Context: an optimization exercise on an open-source flow, tuned for small area. The choices shown serve that exercise and are no tape-out recipe.
The RTL was checked by simulation tests, not by an equivalence proof against the original design.

## the previous run
## ds_frame_rx
module ds_frame_rx (
    input  wire         clk,
    input  wire         rst,         
    input  wire         lock,        
    input  wire         in_valid,    
    input  wire         in_hdr,      
    input  wire [255:0] in_body,     
    output reg          out_valid,
    output reg  [1:0]   out_type,    
    output reg  [255:0] out_body,
    output wire [31:0]  out_fn,
    output wire [1:0]   state,       
    output reg          ev_sync_gained,
    output reg          ev_oof_entered,
    output reg          ev_hdr_bad,
    output reg          ev_hdr_invalid,
    output reg          ev_faw_bad,
    output reg          ev_fn_jump,
    output reg          ev_false_cand,
    output reg          ev_cand_ovf,
    output reg          ev_err_block,
    output reg          ev_bip_err,
    output reg  [4:0]   bip_bits
);
clock: 50.0 ns
lec_check: 0
cap_margin: 20
core_margin: 2
core_utilization: 65
place_density: 0.8
slew_margin: 20
standard.sh (not shown) runs the stock make flow with config.mk's settings and CLKGATE_MAP_FILE= SYNTH_SCRIPT=/design/flow/synth_recipe.tcl, a recipe that flattens the netlist after the stock synthesis.
==> flow/flow/run.sh <==
#!/bin/bash
# Own layout flow: the standard flow (standard.sh) with
#  - synthesis through flow/my_synth.tcl (synth_recipe.tcl with an
#    area-oriented ABC mapping script, flow/area.script);
#  - the port buffers made from the smallest buffer, buf_1;
#  - clock tree synthesis with larger sink clusters and no dummy loads.
set -euo pipefail
export MY_WORK_DIR=$PWD
export MY_FLOW_DIR=$PWD/flow
bash standard.sh SYNTH_SCRIPT=$PWD/flow/my_synth.tcl \
  "BUFFER_PORTS_ARGS=-buffer_cell sky130_fd_sc_hd__buf_1" \
  "CTS_ARGS=-sink_clustering_enable -repair_clock_nets -dont_use_dummy_load -sink_clustering_size ${CTS_SINKS:-20} -sink_clustering_max_diameter 100 -buf_list sky130_fd_sc_hd__clkbuf_16" \
  finish > $PWD/flow.log 2>&1
==> flow/flow/area.script <==
&get -n
&st
&dch
&nf -R 1000 -p
&st
&dch
&nf -R 1000 -p
&put
==> flow/flow/my_synth.tcl <==
# The standard synthesis (synth_recipe.tcl), with ABC's technology mapping
# run by an area-oriented script that keeps the XOR structure of the RTL,
# and without the 3-input XOR cells. Registers are mapped before ABC runs,
# so they are the standard synthesis's.
proc abc {args} {
  set i [lsearch $args -script]
  if {$i >= 0} { lset args [expr {$i + 1}] [file join $::env(MY_FLOW_DIR) area.script] }
  foreach c {xor3_1 xor3_2 xor3_4 xnor3_1 xnor3_2 xnor3_4} {
    lappend args -dont_use sky130_fd_sc_hd__$c
  }
  puts "abc (own flow): $args"
  yosys abc {*}$args
}
source [file join $::env(MY_WORK_DIR) synth_recipe.tcl]
The previous run has completed all stages; timing, DRC and antenna checks passed.
The inputs of the current run differ from those of the previous run as listed below.
--- a/flow/design.v
+++ b/flow/design.v
@@ -89,23 +89,28 @@
     wire        ptr_ok  = (&rx_ptr) || (ptr_sum < 14'd7997);
     wire        hv      = in_hdr && ({rx_type, rx_faw} == TYPE_FAW) &&
                           crc_ok && g_ok && fn_ok && es_ok && ptr_ok;
     wire        blk      = lock && in_valid;
     wire        in_sync  = (st == ST_SYNC);
     wire        in_oof   = (st == ST_OOF);
     wire        bc0      = (bc == 13'd0);
     wire        is_data  = in_sync && ({6'd0, cur_g} + 13'd2 < bc);
     wire        is_pre   = in_sync && !bc0 && !is_data;    
-    wire [12:0] hd_p     = cq_p[13*cq_rd +: 13];
-    wire [31:0] hd_n     = cq_n[32*cq_rd +: 32];
+    wire [3:0]  hd_sel   = {cq_rd == 2'd3, cq_rd == 2'd2, cq_rd == 2'd1, cq_rd == 2'd0};
+    wire [12:0] hd_p     = ({13{hd_sel[0]}} & cq_p[12:0])  | ({13{hd_sel[1]}} & cq_p[25:13]) |
+                           ({13{hd_sel[2]}} & cq_p[38:26]) | ({13{hd_sel[3]}} & cq_p[51:39]);
     wire        due      = (cq_n_used != 3'd0) && (hd_p == bc);
     wire        use_cur  = in_sync || (in_oof && bc0);
-    wire [31:0] ref_fn   = use_cur ? cur_fn : hd_n;
+    wire [4:0]  ref_sel  = {!use_cur && cq_rd == 2'd3, !use_cur && cq_rd == 2'd2,
+                            !use_cur && cq_rd == 2'd1, !use_cur && cq_rd == 2'd0, use_cur};
+    wire [31:0] ref_fn   = ({32{ref_sel[0]}} & cur_fn)       | ({32{ref_sel[1]}} & cq_n[31:0]) |
+                           ({32{ref_sel[2]}} & cq_n[63:32])  | ({32{ref_sel[3]}} & cq_n[95:64]) |
+                           ({32{ref_sel[4]}} & cq_n[127:96]);
     wire [31:0] ref_inc  = (ref_fn == FN_LAST) ? 32'd0 : ref_fn + 32'd1;
     wire        fn_match = (rx_fn == ref_inc);
     wire        oof_go   = in_sync && bc0 && !faw_good && (faw_cnt == 2'd3);
     wire        enter    = !in_sync && hv && fn_match && (due || (in_oof && bc0 && cur_hv));
     wire        pop      = due;
     wire        full     = (cq_n_used == 3'd4) && !pop;
     wire        push     = hv && !full;
     wire [1:0]  cq_wr    = cq_rd + cq_n_used[1:0];
     wire [31:0] fn_new   = hv ? rx_fn : ref_inc;
==> notes.md <==
The current run: register-to-register slack is 0.51 ns lower than what the previous run reported. The current run vs. the previous run: number of buffer and inverter stages on the critical path higher, routed length on met3 saw a decrease, depth of the worst register-to-register path went up by 5. Changes observed in the current run relative to the previous run: cell depth of the worst min-delay path barely changed; actual slew at the worst max-slew pin saw an increase; worst-case headroom to the max-slew limit shows a reduction of 3.4 points; routed wire length has decreased. The current run against the previous run; count of placed standard cells in the final layout, fillers left out is up slightly. The current run ended up with cq_n01[13] as its termination of the worst setup path; the previous run ended up with cq_n01[47]. The higher worst clock skew on the final layout came out of the previous run.

==> afterwards: timing with drivers on the ports <==
The results above use ideal ports. As a check the final layouts listed here were re-extracted and re-timed, cells and wires unchanged. Step 1 sets driving cells, clkbuf_16 on the clock port and buf_2 on the other inputs (assumed; they add their load-dependent delay and slew). Step 2 times the ports against the registers' clock, not the clock port: input delays grow and output delays shrink by t, the midpoint of the rising clock arrivals with the driver on. a / b / c = ideal / step 1 / step 2; a / b = the first two.
| run | t (ns) | setup slack, ns | clock arrival spread, ns | cell pins on the clock port's net |
|---|---|---|---|---|
| the previous run | 0.663 | 15.715 / 15.748 / 15.085 | 0.102 / 0.102 | 1 |
| the current run | 0.670 | 16.269 / 16.302 / 15.632 | 0.048 / 0.048 | 1 |
After both steps setup and hold are still met in every run listed. The setup slack of the current run, which loses most, moves by +0.033 ns with the drivers and by -0.637 ns with both steps.
